This is an optimization exercise on Yosys and OpenROAD, whose aim is small area and a short achievable clock period, not a production implementation. In this exercise RTL edits were held to simulation tests only and were not proved equivalent to the original. No activity file was given, so power comes from the tool's default toggle rates.

==> flow/design.v <==
module irq_target #(
    parameter N  = 128,
    parameter IW = 7
) (
    input  wire          clk,
    input  wire          rst,             
    input  wire [N-1:0]  src_line,        
    input  wire          cfg_we,          
    input  wire [IW-1:0] cfg_idx,
    input  wire          cfg_sense,       
    input  wire          cfg_en,
    input  wire [3:0]    cfg_prio,
    input  wire          pend_clr,        
    input  wire [IW-1:0] clr_idx,
    input  wire          ack,             
    input  wire          eoi,             
    output wire [N-1:0]  pend,
    output wire          irq,             
    output wire [IW-1:0] cand_src,
    output wire [3:0]    cand_prio,
    output wire [4:0]    run_prio,        
    output wire          ack_valid,       
    output wire [9:0]    ack_src,         
    output wire [15:0]   spurious_cnt,
    output wire [15:0]   eoi_empty_cnt
);
    reg [N-1:0] sense_q;
    reg [N-1:0] en_q;
    reg [N-1:0] p0_q, p1_q, p2_q, p3_q;   
    reg [N-1:0] line_q;
    reg [N-1:0] pend_q;
    reg [15:0]  stk_q;                    
    reg         ack_valid_q;
    reg         ack_spur_q;
    reg [IW-1:0] ack_idx_q;
    reg [15:0]  spurious_q;
    reg [15:0]  eoi_empty_q;
    reg [4:0] run;
    integer j;
    always @* begin
        run = 5'd16;
        for (j = 15; j >= 0; j = j - 1)
            if (stk_q[j]) run = j[4:0];
    end
    wire [N-1:0] v = pend_q & en_q;
    wire [15:0] gv;                       
    wire [3:0]  gm [0:15];                
    wire [2:0]  gi [0:15];                
    genvar g;
    generate
        for (g = 0; g < 16; g = g + 1) begin : grp
            wire [7:0] v8  = v[8*g +: 8];
            wire [7:0] q3  = p3_q[8*g +: 8];
            wire [7:0] q2  = p2_q[8*g +: 8];
            wire [7:0] q1  = p1_q[8*g +: 8];
            wire [7:0] q0  = p0_q[8*g +: 8];
            wire [7:0] a3 = v8 & ~q3;
            wire       z3 = |a3;
            wire [7:0] s3 = z3 ? a3 : v8;
            wire [7:0] a2 = s3 & ~q2;
            wire       z2 = |a2;
            wire [7:0] s2 = z2 ? a2 : s3;
            wire [7:0] a1 = s2 & ~q1;
            wire       z1 = |a1;
            wire [7:0] s1 = z1 ? a1 : s2;
            wire [7:0] a0 = s1 & ~q0;
            wire       z0 = |a0;
            wire [7:0] s0 = z0 ? a0 : s1;
            assign gv[g] = |v8;
            assign gm[g] = {~z3, ~z2, ~z1, ~z0};
            assign gi[g] = s0[0] ? 3'd0 : s0[1] ? 3'd1 : s0[2] ? 3'd2 : s0[3] ? 3'd3 :
                           s0[4] ? 3'd4 : s0[5] ? 3'd5 : s0[6] ? 3'd6 : 3'd7;
        end
    endgenerate
    reg [15:0] gq3, gq2, gq1, gq0;
    integer t;
    always @* begin
        for (t = 0; t < 16; t = t + 1) begin
            gq3[t] = gm[t][3];
            gq2[t] = gm[t][2];
            gq1[t] = gm[t][1];
            gq0[t] = gm[t][0];
        end
    end
    wire [15:0] b3 = gv & ~gq3;
    wire        y3 = |b3;
    wire [15:0] r3 = y3 ? b3 : gv;
    wire [15:0] b2 = r3 & ~gq2;
    wire        y2 = |b2;
    wire [15:0] r2 = y2 ? b2 : r3;
    wire [15:0] b1 = r2 & ~gq1;
    wire        y1 = |b1;
    wire [15:0] r1 = y1 ? b1 : r2;
    wire [15:0] b0 = r1 & ~gq0;
    wire        y0 = |b0;
    wire [15:0] r0 = y0 ? b0 : r1;
    wire [3:0] m     = {~y3, ~y2, ~y1, ~y0};
    wire       found = (|gv) && ({1'b0, m} < run);
    reg [3:0] gsel;
    integer k;
    always @* begin
        gsel = 4'd0;
        for (k = 15; k >= 0; k = k - 1)
            if (r0[k]) gsel = k[3:0];
    end
    wire [IW-1:0] low = {gsel, gi[gsel]};
    wire [IW-1:0] best_idx  = found ? low : {IW{1'b0}};
    wire [3:0]    best_prio = found ? m   : 4'd0;
    wire claim_ok = ack && found;
    wire empty    = (stk_q == 16'd0);
    wire [15:0] stk_pop = (eoi && !empty) ? (stk_q & (stk_q - 16'd1)) : stk_q;
    wire [15:0] stk_nxt = claim_ok ? (stk_pop | (16'd1 << m)) : stk_pop;
    wire [7:0]  we_hi  = ((cfg_we ? 8'd1 : 8'd0) << cfg_idx[6:4]) | {8{rst}};
    wire [15:0] we_lo  = (16'd1 << cfg_idx[3:0]) | {16{rst}};
    wire [7:0]  clr_hi = (pend_clr ? 8'd1 : 8'd0) << clr_idx[6:4];
    wire [15:0] clr_lo = 16'd1 << clr_idx[3:0];
    wire [7:0]  clm_hi = (claim_ok ? 8'd1 : 8'd0) << low[6:4];
    wire [15:0] clm_lo = 16'd1 << low[3:0];
    reg [N-1:0] we_dec, clr_dec, clm_dec;
    integer d;
    always @* begin
        for (d = 0; d < N; d = d + 1) begin
            we_dec[d]  = we_hi[d / 16]  & we_lo[d % 16];
            clr_dec[d] = clr_hi[d / 16] & clr_lo[d % 16];
            clm_dec[d] = clm_hi[d / 16] & clm_lo[d % 16];
        end
    end
    wire [N-1:0] src = src_line & {N{~rst}};
    wire [N-1:0] take     = we_dec | ~sense_q | (src & ~line_q);
    wire [N-1:0] pend_nxt = (take & src) | (~take & pend_q & ~(clr_dec | clm_dec));
    wire cfg_s = cfg_sense & ~rst;
    wire cfg_e = cfg_en & ~rst;
    integer n;
    always @(posedge clk) begin
        line_q <= src;
        pend_q <= pend_nxt;
        for (n = 0; n < N; n = n + 1) begin
            if (we_dec[n]) begin
                sense_q[n] <= cfg_s;
                en_q[n]    <= cfg_e;
                p0_q[n]    <= cfg_prio[0];
                p1_q[n]    <= cfg_prio[1];
                p2_q[n]    <= cfg_prio[2];
                p3_q[n]    <= cfg_prio[3];
            end
        end
        if (rst) begin
            stk_q       <= 16'd0;
            ack_valid_q <= 1'b0;
            ack_spur_q  <= 1'b0;
            ack_idx_q   <= {IW{1'b0}};
            spurious_q  <= 16'd0;
            eoi_empty_q <= 16'd0;
        end else begin
            stk_q  <= stk_nxt;
            if (eoi && empty && eoi_empty_q != 16'hFFFF)
                eoi_empty_q <= eoi_empty_q + 16'd1;
            ack_valid_q <= ack;
            if (ack) begin
                ack_spur_q <= !found;
                ack_idx_q  <= found ? low : {IW{1'b1}};
            end
            if (ack && !found && spurious_q != 16'hFFFF)
                spurious_q <= spurious_q + 16'd1;
        end
    end
    assign pend          = pend_q;
    assign irq           = found;
    assign cand_src      = best_idx;
    assign cand_prio     = best_prio;
    assign run_prio      = run;
    assign ack_valid     = ack_valid_q;
    assign ack_src       = {{(10-IW){ack_spur_q}}, ack_idx_q};
    assign spurious_cnt  = spurious_q;
    assign eoi_empty_cnt = eoi_empty_q;
endmodule
==> flow/config.mk <==
export PLATFORM = sky130hd
export DESIGN_NAME = irq_target
export DESIGN_NICKNAME = irq_target
export VERILOG_FILES = /design/flow/design.v
export SDC_FILE = /design/flow/constraint.sdc
export NUM_CORES = 4
export LEC_CHECK = 0
export ABC_CLOCK_PERIOD_IN_PS = 40
export CAP_MARGIN = 20
export CORE_MARGIN = 2
export CORE_UTILIZATION = 40
export SETUP_SLACK_MARGIN = 5
export SLEW_MARGIN = 20
==> flow/constraint.sdc <==
create_clock -name core_clock -period 240.0 [get_ports {clk}]
set_input_delay 48.0000 -clock core_clock [delete_from_list [all_inputs] [get_ports {clk}]]
set_output_delay 48.0000 -clock core_clock [all_outputs]
set_load 0.01 [all_outputs]
standard.sh (not shown) runs the stock make flow with config.mk's settings and CLKGATE_MAP_FILE= SYNTH_SCRIPT=/design/flow/synth_recipe.tcl, a recipe that flattens the netlist after the stock synthesis.
==> flow/flow/run.sh <==
#!/bin/bash
# The standard ORFS layout (standard.sh) with three changes in how it is made:
# - ports are buffered with a plain buffer (buf_1) instead of a clock-delay
#   buffer;
# - clock tree synthesis clusters more flip-flops per leaf buffer (at most 25
#   within 100 um) and inserts no dummy loads;
# - timing repair aims at a setup slack of 183 ns (the SDC is unchanged), so
#   that it sizes up the gates of the candidate logic on the slowest paths.
# Synthesis is the standard one, run unchanged. Each step's full output goes
# to its own log file in this folder.
set -uo pipefail
export BUFFER_PORTS_ARGS="-buffer_cell sky130_fd_sc_hd__buf_1"
export CTS_ARGS="-sink_clustering_enable -repair_clock_nets -dont_use_dummy_load -buf_list sky130_fd_sc_hd__clkbuf_16 -sink_clustering_size 25 -sink_clustering_max_diameter 100"
bash standard.sh synth > synth.log 2>&1 || exit 1
sed -e "s/SETUP_SLACK_MARGIN=[0-9.]*/SETUP_SLACK_MARGIN=183/" standard.sh > standard_margin.sh
bash standard_margin.sh > layout.log 2>&1
Change:
--- a/flow/design.v
+++ b/flow/design.v
@@ -54,20 +54,20 @@
             wire [7:0] q2  = p2_q[8*g +: 8];
             wire [7:0] q1  = p1_q[8*g +: 8];
             wire [7:0] q0  = p0_q[8*g +: 8];
             wire [7:0] a3 = v8 & ~q3;
             wire       z3 = |a3;
-            wire [7:0] s3 = z3 ? a3 : v8;
+            wire [7:0] s3 = v8 & ~(q3 & {8{z3}});
             wire [7:0] a2 = s3 & ~q2;
             wire       z2 = |a2;
-            wire [7:0] s2 = z2 ? a2 : s3;
+            wire [7:0] s2 = s3 & ~(q2 & {8{z2}});
             wire [7:0] a1 = s2 & ~q1;
             wire       z1 = |a1;
-            wire [7:0] s1 = z1 ? a1 : s2;
+            wire [7:0] s1 = s2 & ~(q1 & {8{z1}});
             wire [7:0] a0 = s1 & ~q0;
             wire       z0 = |a0;
-            wire [7:0] s0 = z0 ? a0 : s1;
+            wire [7:0] s0 = s1 & ~(q0 & {8{z0}});
             assign gv[g] = |v8;
             assign gm[g] = {~z3, ~z2, ~z1, ~z0};
             assign gi[g] = s0[0] ? 3'd0 : s0[1] ? 3'd1 : s0[2] ? 3'd2 : s0[3] ? 3'd3 :
                            s0[4] ? 3'd4 : s0[5] ? 3'd5 : s0[6] ? 3'd6 : 3'd7;
         end
@@ -82,30 +82,32 @@
             gq0[t] = gm[t][0];
         end
     end
     wire [15:0] b3 = gv & ~gq3;
     wire        y3 = |b3;
-    wire [15:0] r3 = y3 ? b3 : gv;
+    wire [15:0] r3 = gv & ~(gq3 & {16{y3}});
     wire [15:0] b2 = r3 & ~gq2;
     wire        y2 = |b2;
-    wire [15:0] r2 = y2 ? b2 : r3;
+    wire [15:0] r2 = r3 & ~(gq2 & {16{y2}});
     wire [15:0] b1 = r2 & ~gq1;
     wire        y1 = |b1;
-    wire [15:0] r1 = y1 ? b1 : r2;
+    wire [15:0] r1 = r2 & ~(gq1 & {16{y1}});
     wire [15:0] b0 = r1 & ~gq0;
     wire        y0 = |b0;
-    wire [15:0] r0 = y0 ? b0 : r1;
+    wire [15:0] r0 = r1 & ~(gq0 & {16{y0}});
     wire [3:0] m     = {~y3, ~y2, ~y1, ~y0};
     wire       found = (|gv) && ({1'b0, m} < run);
-    reg [3:0] gsel;
+    reg [15:0]   gh;
+    reg [IW-1:0] low;
     integer k;
     always @* begin
-        gsel = 4'd0;
-        for (k = 15; k >= 0; k = k - 1)
-            if (r0[k]) gsel = k[3:0];
+        for (k = 0; k < 16; k = k + 1)
+            gh[k] = r0[k] & ~|(r0 & ((16'd1 << k) - 16'd1));
+        low = {IW{1'b0}};
+        for (k = 0; k < 16; k = k + 1)
+            low = low | ({IW{gh[k]}} & {k[3:0], gi[k]});
     end
-    wire [IW-1:0] low = {gsel, gi[gsel]};
     wire [IW-1:0] best_idx  = found ? low : {IW{1'b0}};
     wire [3:0]    best_prio = found ? m   : 4'd0;
     wire claim_ok = ack && found;
     wire empty    = (stk_q == 16'd0);
     wire [15:0] stk_pop = (eoi && !empty) ? (stk_q & (stk_q - 16'd1)) : stk_q;
@@ -151,19 +153,17 @@
             ack_idx_q   <= {IW{1'b0}};
             spurious_q  <= 16'd0;
             eoi_empty_q <= 16'd0;
         end else begin
             stk_q  <= stk_nxt;
-            if (eoi && empty && eoi_empty_q != 16'hFFFF)
-                eoi_empty_q <= eoi_empty_q + 16'd1;
+            eoi_empty_q <= eoi_empty_q + {15'd0, eoi && empty && !(&eoi_empty_q)};
             ack_valid_q <= ack;
             if (ack) begin
                 ack_spur_q <= !found;
                 ack_idx_q  <= found ? low : {IW{1'b1}};
             end
-            if (ack && !found && spurious_q != 16'hFFFF)
-                spurious_q <= spurious_q + 16'd1;
+            spurious_q <= spurious_q + {15'd0, ack && !found && !(&spurious_q)};
         end
     end
     assign pend          = pend_q;
     assign irq           = found;
     assign cand_src      = best_idx;
Total power goes down by 10%.
Fmax barely changes.
Setup slack is better by 130 ps.
Global-route usage goes down by 2.2 points.
Core utilization goes down by 0.70 points.
Clock skew goes down by 35 ps.
Combinational power goes down by about 20%.
Sequential power stays flat.
Wire length goes down by 7.0%.
Design area goes down by 1.6%.
Via count goes down by 3.3%.
Die area stays flat.

separate check: timing with driven ports:
No port has a modelled driver above. Below, the same layouts with a new extraction and two added sets of constraints. Step 1 assumes that a clkbuf_16 drives the clock port and a buf_2 every other input. Step 2 times the ports against the registers' clock, not the clock port: input delays grow and output delays shrink by t, the midpoint of the rising clock arrivals with the driver on. Slacks: ideal / step 1 / step 2; pairs: ideal / step 1.
| run | t (ns) | slack for setup (ns) | pins driven straight from the clock port |
|---|---|---|---|
| the first run | 0.748 | 183.159 / 183.078 / 183.826 | 1 |
| the second run | 0.739 | 183.286 / 183.211 / 183.950 | 1 |
After both steps setup and hold are still met in every run listed.
